Context: an optimization exercise on an open-source flow, tuned for small area and a short achievable clock period. The choices shown serve that exercise and are no tape-out recipe. The RTL was checked by simulation tests, not by an equivalence proof against the original design. No activity file was given, so power comes from the tool's default toggle rates.

$ cat run.sh
#!/bin/bash
# synth_recipe.tcl (not shown) runs the flow's synth.tcl, then flattens the netlist and writes it again
# the make line also repeats each setting of config.mk as NAME=value (left out here)
make -C /OpenROAD-flow-scripts/flow DESIGN_CONFIG=/design/flow/config.mk WORK_HOME=/design/flow/orfs CLKGATE_MAP_FILE= SYNTH_SCRIPT=/design/flow/synth_recipe.tcl finish
$ cat config.mk
export PLATFORM = sky130hd
export DESIGN_NAME = drain_convert
export DESIGN_NICKNAME = drain_convert
export VERILOG_FILES = /design/flow/design.v
export SDC_FILE = /design/flow/constraint.sdc
export NUM_CORES = 4
export LEC_CHECK = 0
export ABC_AREA = 1
export CAP_MARGIN = 20
export CORE_MARGIN = 2
export CORE_UTILIZATION = 40
export PLACE_DENSITY = 0.6
export SLEW_MARGIN = 20
$ cat constraint.sdc
create_clock -name core_clock -period 20.0 [get_ports {clk}]
set_input_delay 4.0000 -clock core_clock [delete_from_list [all_inputs] [get_ports {clk}]]
set_output_delay 4.0000 -clock core_clock [all_outputs]
set_load 0.01 [all_outputs]
$ cat design.v
module dc_int2f32 (
    input  wire [31:0] a,
    output reg  [31:0] f
);
    reg        s, low, inc, cy;
    reg [31:0] mag;
    reg [31:0] n;
    reg [4:0]  lz;
    reg [31:0] pre;            
    reg        rb, st;
    reg [23:0] r;
    reg [7:0]  e;
    integer    i;
    always @* begin
        s = a[31];
        low = 1'b0;
        for (i = 0; i < 32; i = i + 1) begin
            mag[i] = a[i] ^ (s & low);
            low    = low | a[i];
        end
        pre[0] = mag[0];
        for (i = 1; i < 32; i = i + 1)
            pre[i] = pre[i-1] | mag[i];
        n = mag;
        lz[4] = n[31:16] == 16'd0;  if (lz[4]) n = n << 16;
        lz[3] = n[31:24] == 8'd0;   if (lz[3]) n = n << 8;
        lz[2] = n[31:28] == 4'd0;   if (lz[2]) n = n << 4;
        lz[1] = n[31:30] == 2'd0;   if (lz[1]) n = n << 2;
        lz[0] = !n[31];             if (lz[0]) n = n << 1;
        rb = 1'b0;
        st = 1'b0;
        if (lz <= 5'd7) rb = mag[5'd7 - lz];
        if (lz <= 5'd6) st = pre[5'd6 - lz];
        inc = rb & (st | n[8]);
        for (i = 0; i < 24; i = i + 1)
            r[i] = n[8+i] ^ (inc & &(n[31:8] | ~((32'd1 << i) - 32'd1)));
        cy = inc & &n[31:8];
        e = 8'd158 - {3'd0, lz} + {7'd0, cy};
        if (!n[31])
            f = 32'd0;
        else
            f = {s, e, r[22:0]};
    end
endmodule
module dc_enc_float (
    input  wire [31:0] v,
    input  wire [2:0]  fmt,
    input  wire        sat_mode,
    output reg  [31:0] data,
    output reg         sat,
    output reg         nan
);
    localparam [2:0] T_G4 = 3'd0, T_I8 = 3'd1, T_F8E4 = 3'd2, T_F8E5 = 3'd3,
                     T_BF16 = 3'd4, T_FP16 = 3'd5, T_I32 = 3'd6, T_FP32 = 3'd7;
    reg         s;
    reg  [7:0]  ex, ex1;
    reg         hid;
    reg  [23:0] sig;
    reg         is_nan, is_inf;
    reg  [3:0]  sh;
    wire [11:0] r;
    reg  [7:0]  eb;           
    reg  [1:0]  c;            
    reg  [7:0]  ef;
    reg         over, big;
    reg  [7:0]  i8;
    reg  [15:0] fcode, maxc, infc;
    reg         sub;
    dc_round u_rnd (.sig(sig), .sh(sh), .r(r));
    always @* begin
        s      = v[31];
        ex     = v[30:23];
        hid    = ex != 8'd0;
        sig    = {hid, v[22:0]};
        ex1    = {ex[7:1], ex[0] | !hid};
        is_nan = (ex == 8'hFF) && (v[22:0] != 23'd0);
        is_inf = (ex == 8'hFF) && (v[22:0] == 23'd0);
        case (fmt)
            T_I8:    sh = (ex1 >= 8'd134) ? 4'd3 : (ex1 <= 8'd125) ? 4'd12 : 4'd9 - ex1[3:0];    
            T_F8E4:  sh = (ex1 >= 8'd121) ? 4'd7 : (ex1 <= 8'd116) ? 4'd12 : 4'd0 - ex1[3:0];    
            T_F8E5:  sh = (ex1 >= 8'd113) ? 4'd8 : (ex1 <= 8'd109) ? 4'd12 : 4'd9 - ex1[3:0];    
            T_BF16:  sh = 4'd3;
            default: sh = (ex1 >= 8'd113) ? 4'd0 : (ex1 <= 8'd101) ? 4'd12 : 4'd1 - ex1[3:0];    
        endcase
        case (fmt)
            T_F8E4:  begin sub = ex1 < 8'd121; eb = ex1 + 8'd7;   c = r[4:3];   end
            T_F8E5:  begin sub = ex1 < 8'd113; eb = ex1 + 8'd15;  c = r[3:2];   end
            T_BF16:  begin sub = 1'b0;         eb = ex1 - 8'd1;   c = r[8:7];   end
            default: begin sub = ex1 < 8'd113; eb = ex1 + 8'd15;  c = r[11:10]; end
        endcase
        ef = (sub ? 8'd0 : eb) + {6'd0, c};
        case (fmt)
            T_F8E4:  over = (ex1 >= 8'd136) || (ex1 == 8'd135 && (c[1] || r[2:0] == 3'd7));
            T_F8E5:  over = (ex1 >= 8'd143) || (ex1 == 8'd142 && c[1]);
            T_BF16:  over = (ex1 == 8'd254 && c[1]);
            default: over = (ex1 >= 8'd143) || (ex1 == 8'd142 && c[1]);
        endcase
        case (fmt)
            T_F8E4:  begin fcode = {8'd0, s, ef[3:0], r[2:0]};  maxc = 16'h007E; infc = 16'h007F; end
            T_F8E5:  begin fcode = {8'd0, s, ef[4:0], r[1:0]};  maxc = {8'd0, s, 7'h7B}; infc = {8'd0, s, 7'h7C}; end
            T_BF16:  begin fcode = {s, ef[7:0], r[6:0]};        maxc = {s, 15'h7F7F}; infc = {s, 15'h7F80}; end
            default: begin fcode = {s, ef[4:0], r[9:0]};        maxc = {s, 15'h7BFF}; infc = {s, 15'h7C00}; end
        endcase
        if (fmt == T_F8E4) maxc = {8'd0, s, 7'h7E};
        big = ex1 >= 8'd135;
        i8  = s ? (8'd0 - r[7:0]) : r[7:0];
        data = 32'd0;
        sat  = 1'b0;
        nan  = 1'b0;
        case (fmt)
            T_G4: begin
                data = {28'd0, v[3:0]};
                sat  = v[4];
                nan  = v[5];
            end
            T_I8: begin
                if (is_nan) nan = 1'b1;
                else if (big || r[8] || (r[7] && (!s || r[6:0] != 7'd0))) begin
                    data = s ? 32'h80 : 32'h7F;
                    sat  = 1'b1;
                end else
                    data = {24'd0, i8};
            end
            T_I32: data = v;
            T_FP32: begin
                nan  = is_nan;
                data = is_nan ? 32'h7FC0_0000 : v;
            end
            default: begin
                if (is_nan) begin
                    nan = 1'b1;
                    case (fmt)
                        T_F8E4:  data = 32'h7F;
                        T_F8E5:  data = 32'h7E;
                        T_BF16:  data = 32'h7FC0;
                        default: data = 32'h7E00;
                    endcase
                end else if (is_inf || over) begin
                    sat  = sat_mode || !is_inf;
                    data = {16'd0, sat_mode ? maxc : infc};
                end else
                    data = {16'd0, fcode};
            end
        endcase
    end
endmodule
module dc_round (
    input  wire [23:0] sig,
    input  wire [3:0]  sh,         
    output reg  [11:0] r           
);
    reg [23:0] t;
    reg [23:0] pre;                
    reg        rb, st, inc;
    integer    i;
    always @* begin
        t = sig >> sh;
        pre[0] = sig[0];
        for (i = 1; i < 24; i = i + 1)
            pre[i] = pre[i-1] | sig[i];
        rb  = t[12];
        st  = pre[5'd11 + {1'b0, sh}];
        inc = rb & (st | t[13]);
        r   = {1'b0, t[23:13]} + {11'd0, inc};
    end
endmodule
module dc_enc_g4 (
    input  wire [31:0]  acc,
    input  wire         acc_int,
    input  wire         mask,
    input  wire [127:0] cb,
    output reg  [3:0]   code,
    output reg          sat,
    output reg          nan
);
    function cout10;
        input [9:0] x, z;
        input       cin;
        reg   [9:0] g, p;
        reg   [9:0] gg;
        integer k;
        begin
            g = x & z;
            p = x | z;
            gg[0] = g[0] | (p[0] & cin);
            gg[1] = g[1] | (p[1] & g[0]);
            gg[2] = g[3] | (p[3] & g[2]);
            gg[3] = g[5] | (p[5] & g[4]);
            gg[4] = g[7] | (p[7] & g[6]);
            gg[5] = g[9] | (p[9] & g[8]);
            cout10 = gg[5] | (p[9] & p[8] & (gg[4] | (p[7] & p[6] & (gg[3] | (p[5] & p[4] &
                     (gg[2] | (p[3] & p[2] & (gg[1] | (p[1] & gg[0])))))))));
        end
    endfunction
    function ge11;
        input [10:0] a, b;
        input        cin;
        reg   [10:0] x, z;
        reg          c9;
        begin
            x = {~a[10], a[9:0]};
            z = {b[10], ~b[9:0]};
            c9 = cout10(x[9:0], z[9:0], cin);
            ge11 = (x[10] & z[10]) | ((x[10] | z[10]) & c9);
        end
    endfunction
    reg               s, sv;
    reg  [7:0]        ex;
    reg  [23:0]       sig;
    reg  [3:0]        sh;
    reg  [23:0]       t;
    reg               f;
    reg  [9:0]        u;       
    reg  [10:0]       un;      
    reg               big;
    reg               kill;
    reg  [10:0]       y2;      
    reg  [10:0]       a0, b0, c0, sm, cr;
    reg  [14:0]       up;
    reg               lo_end, hi_end;
    integer           i, c;
    always @* begin
        s   = acc[31];
        ex  = acc[30:23];
        sig = {ex != 8'd0, acc[22:0]};
        nan = !acc_int && (ex == 8'hFF) && (acc[22:0] != 23'd0) && !mask;
        kill = mask || nan;
        big = (ex >= 8'd135);
        if (ex <= 8'd122) sh = 4'd12;
        else              sh = 4'd6 - ex[3:0];                
        t = sig >> sh;
        f = 1'b0;
        for (i = 0; i < 24; i = i + 1)
            if (i < 15 + sh) f = f | sig[i];
        u = {t[23:15], f};
        if (big) u = 10'h3FF;
        un[0] = ~u[0];
        un[1] = u[1];
        for (i = 2; i < 10; i = i + 1)
            un[i] = ~u[i] ^ ~|(u & ((10'd1 << i) - 10'd2));
        un[10] = ~~|u[9:1];
        if (acc_int) begin
            sv = acc[31];
            if (acc[31:8] == {24{acc[31]}}) y2 = {acc[8:0], 1'b0, acc[31]};
            else                            y2 = {acc[31], {10{~acc[31]}}};
        end else begin
            sv = s;
            y2 = s ? un : {1'b0, u};
        end
        if (kill) begin
            y2 = 11'd0;
            sv = 1'b0;
        end
        a0 = {y2[10], y2[10:1]};
        for (c = 0; c < 15; c = c + 1) begin
            b0 = {{3{~cb[8*c+7]}}, ~cb[8*c +: 8]};
            c0 = {{3{~cb[8*c+15]}}, ~cb[8*c+8 +: 8]};
            sm = a0 ^ b0 ^ c0;
            cr = {(a0[9:0] & b0[9:0]) | (a0[9:0] & c0[9:0]) | (b0[9:0] & c0[9:0]), 1'b1};
            up[c] = !(sm[10] ^ cr[10] ^ cout10(sm[9:0], cr[9:0], y2[0]));
        end
        code[3] = up[7];
        code[2] = code[3] ? up[11] : up[3];
        code[1] = up[{code[3:2], 2'b01}];
        code[0] = up[{code[3:1], 1'b0}];
        lo_end = !ge11(y2, {{1{cb[7]}}, cb[7:0], 1'b0, sv}, 1'b1);
        hi_end = ge11(y2, {{1{cb[127]}}, cb[127:120], 1'b0, sv}, 1'b0);
        sat = !kill && (lo_end || hi_end);
    end
endmodule
module drain_convert (
    input  wire         clk,
    input  wire         rst,
    input  wire         in_valid,
    input  wire [31:0]  in_acc,
    input  wire         in_acc_int,
    input  wire [3:0]   in_ofmt,
    input  wire         in_sat,
    input  wire         in_mask,
    input  wire [127:0] in_cb,
    output reg          out_valid,
    output reg  [31:0]  out_data,
    output reg          out_sat,
    output reg          out_nan
);
    localparam [2:0] T_G4 = 3'd0, T_I32 = 3'd6;
    reg         r_valid;
    reg [31:0]  r_acc;
    reg         r_acc_int;
    reg [2:0]   r_ofmt;
    reg         r_sat;
    reg         r_mask;
    reg [127:0] r_cb;
    always @(posedge clk) begin
        if (rst) r_valid <= 1'b0;
        else     r_valid <= in_valid;
        r_acc     <= in_acc;
        r_acc_int <= in_acc_int;
        r_ofmt    <= in_ofmt[2:0];
        r_sat     <= in_sat;
        r_mask    <= in_mask;
        r_cb      <= in_cb;
    end
    wire [31:0] acc_f;
    wire [3:0]  g4_code;
    wire        g4_sat, g4_nan;
    dc_int2f32 u_i2f (.a(r_acc), .f(acc_f));
    dc_enc_g4  u_g4  (.acc(r_acc), .acc_int(r_acc_int), .mask(r_mask), .cb(r_cb),
                      .code(g4_code), .sat(g4_sat), .nan(g4_nan));
    reg [31:0] c_v;
    reg [2:0]  c_fmt;
    always @* begin
        c_fmt = r_ofmt;
        if (r_ofmt == T_G4)
            c_v = {26'd0, g4_nan, g4_sat, g4_code};
        else if (r_mask) begin
            c_v   = 32'd0;               
            c_fmt = T_I32;
        end else if (r_acc_int && r_ofmt != T_I32)
            c_v = acc_f;
        else
            c_v = r_acc;
    end
    reg         m_valid;
    reg [31:0]  m_v;
    reg [2:0]   m_fmt;
    reg         m_sat;
    always @(posedge clk) begin
        if (rst) m_valid <= 1'b0;
        else     m_valid <= r_valid;
        m_v   <= c_v;
        m_fmt <= c_fmt;
        m_sat <= r_sat;
    end
    wire [31:0] c_data;
    wire        c_osat, c_onan;
    dc_enc_float u_enc (.v(m_v), .fmt(m_fmt), .sat_mode(m_sat),
                        .data(c_data), .sat(c_osat), .nan(c_onan));
    always @(posedge clk) begin
        if (rst) out_valid <= 1'b0;
        else     out_valid <= m_valid;
        out_data <= c_data;
        out_sat  <= c_osat;
        out_nan  <= c_onan;
    end
endmodule
==> run summary <==
chip width 218.7 um; initial antenna violation count 3; dpl cells 3342; Mapped Avg Cell Area 7.125 um2; clk sinks 239; CTS Root Cell clkbuf_16; Worst-Margin Slew 0.8760 ns; cell count after synthesis 2587; die area 0.04781 mm2; CP Launch Point r_acc[31]; Max Cap Viol 0; sequential area share after synthesis 25.96%; ys async rst share 0%; first-pass GRT wire length 93.71 mm; power after layout 1.657 mW; CP max FO 58; Rows 78; worst-case clock buffer depth 3; worst hold start r_sat; worst path required time 20.49 ns; Power Density 75.41 mW/mm2; Hold Path Class flip-flop to flip-flop; Worst path max stage delay 0.70 ns; Net Count, Synth 2940; Post-Synth Adder-Cell Area 18.57%; RSZ-0062 raised after global routing no; share of layout cells above drive strength 1 5.440%; post-route ant nets 0; worst skew pair latency 0.58 ns; DR WL/cell 17.55 um; initial DRC count 1285; antenna cells 0; total CTS buffers 28; RePlAce Congestion 0.9713; CORE AREA 0.04548 mm2; Max Slew Vio Count 0; post-CTS sizing 0; leading cell types in the layout, fill and taps excluded nand2_1, nor2_1, inv_1; flops & latches, synth 239; area leader, netlist dfxtp_1; Initial Util 40.53%; Die Y 218.7 um; CP max-delay cell clkinv_1; commonest non-fill, non-tap cell in the layout nand2_1; CP Class flip-flop to flip-flop; Yosys top cell area share 25.96%; IR Drop Worst-Case VDD 0.06830 mV; Yosys warning count 5; post-layout util 48.33%; 1st-pass router iterations 6; # nets final 3125; P&R area growth vs syn 19.24%; Residual DRC 0; reg2reg start r_acc[31]; status timing/DRC/antenna clean; non-filler cells, final 3394; Critical Path Source Type flip-flop; Leakage 9.742 nW; Via density 5.231; Buffers on Ports 203; H-tree depth 1; gr ovfl total 0; xor and xnor area share after synthesis 2.423%; Clock Skew 0.02584 ns; largest family of logic cells by synthesized area simple AND/OR/NAND/NOR gates; Area contributors post-synth dfxtp_1, fa_1, nand2_1; WP data arrival 9.11 ns; post-detail-place hpwl 47.94 mm; CTS tree done; Overall Global Routing Usage 25.02%; Crit. End Element flip-flop; final setup vio count 0; final hold violations 0; Post-synth top flop dfxtp_1; post-CTS setup buffers 0; Post-synth EDFFs 0; min cycle time layout 8.616 ns; Post-CTS Hold Fix Bufs 0; setup TNS 0 ns; top achievable clock speed 0.1161 GHz; Synth Area in Compound Gates 15.63%; vias 17760; Cell Area, Synth 0.01843 mm2; number of global-route vias before repair 17460; slew margin rel. 40.83%; post-synthesis cell type count 63; mux share of post-synthesis cell area 0.05430%; final WL 59.56 mm; largest net degree at the start of global routing 59; Most Frequent Cell on Critical Path nand2_1; fin crit share 43.08%; IO Count 205; Worst-path clk slew 0.06 ns; simple-gate share of the synthesized area 29.95%
Yosys cell counts (9+ instances only):
cell type,count
a21oi_1,102
dfxtp_1,239
o21a_1,11
nor2_4,11
fa_1,151
xnor2_1,9
ha_1,32
nor3_1,18
xor2_1,42
o21ai_0,226
a22oi_1,11
nand2_1,723
o22ai_1,52
inv_1,251
o221ai_1,12
a31oi_1,12
o21ai_1,27
nand3_1,160
inv_2,11
buf_2,25
nand4_1,28
clkbuf_1,26
nor2_1,263
nand2_2,11
nor2_2,11
o211ai_1,14
critical path, delay by kind of cell (launching register included):
family / cells / cell delay (ns)
simple gates: 35 / 4.91
compound gates: 1 / 0.17
fa+ha+maj: 3 / 0.71
buf+inv: 5 / 1.94
xor+xnor: 2 / 0.46
flops: 1 / 0.31
where the power goes:
group | internal (mW) | total, mW | switching, mW
Clock | 0.316 | 0.531 | 0.215
Combinational | 0.225 | 0.572 | 0.347
Sequential | 0.511 | 0.554 | 0.0427
registers in the layout, indices dropped and copies added, names as in the netlist:
| signal | cells |
|---|---|
| r_cb | 128 |
| m_v | 32 |
| out_data | 32 |
| r_acc | 32 |
| m_fmt | 3 |
| r_ofmt | 3 |
| m_sat | 1 |
| m_valid | 1 |
| out_nan | 1 |
| out_sat | 1 |
| out_valid | 1 |
| r_acc_int | 1 |
| r_mask | 1 |
| r_sat | 1 |
| r_valid | 1 |
per-layer routing:
layer | GRT usage (%) | vias up | wire (um)
li1 | - | 8834 | -
met1 | 33.28 | 8262 | 26360
met2 | 41.14 | 538 | 26990
met3 | 3.730 | 117 | 3867
met4 | 9.234 | 4 | 2322
met5 | 0 | - | 16
per-stage QoR:
step | worst slack, ns | instance area (um2) | hold slack (ns)
3_3_place_gp | 11.50 | 21000 | 0.3166
4_1_cts | 11.43 | 21980 | 0.3269
5_1_grt | 10.44 | 21980 | 0.3339
6_report | 11.38 | 21980 | 0.3248
3_5_place_dp | 11.46 | 21000 | 0.3196
2_1_floorplan | 13.73 | 18430 | 0.3096
area by class of cell:
cell class	count	area (um2)
Clock buffer	38	828.3
Multi-Input combinational cell	2013	12290
Inverter	270	1016
Timing Repair Buffer	220	2160
Fill cell	4607	23500
Sequential cell	239	4786
Clock inverter	14	148.9
Tap cell	600	750.7
worst paths after layout:
path,endpoint,slack [ns],cells past startpoint
worst max-delay path,m_v[27],11.38,46
worst min-delay path,m_sat,0.32,0
worst min register to register,m_sat,0.32,0
worst max register to register,m_v[27],11.38,46
cells by family after synthesis:
logic type	Yosys count
compound gates	507
xor+xnor	51
fa+ha+maj	183
buf+inv	335
flops	239
mux	1
simple gates	1271

## static timing again, ports no longer ideal
The results above use ideal ports. As a check the final layout listed here was re-extracted and re-timed, cells and wires unchanged.
Step 1 (the two cells are an assumption about what drives the block):
set clk [get_ports {clk}]
set_driving_cell -lib_cell sky130_fd_sc_hd__clkbuf_16 $clk
set_driving_cell -lib_cell sky130_fd_sc_hd__buf_2 [delete_from_list [all_inputs] $clk]
Step 2 moves the port delays by t, midway between the first and last clock arrival at a register: inputs arrive t later, outputs are due t later. That takes back most of the time a late clock gives input paths.
Slacks: ideal ports / drivers / drivers and shift; pairs: ideal ports / drivers.
t (ns): 0.623
setup WS [ns]: 11.384 / 11.384 / 11.384
worst setup path after step 2: register to register
slew at the worst register clock pin (ns): 0.07 / 0.07
worst slew at a driven data input, ns: 0.10
After both steps this run still meets setup and hold. The setup slack of this run moves by 0.000 ns with the drivers and by 0.000 ns with both steps.
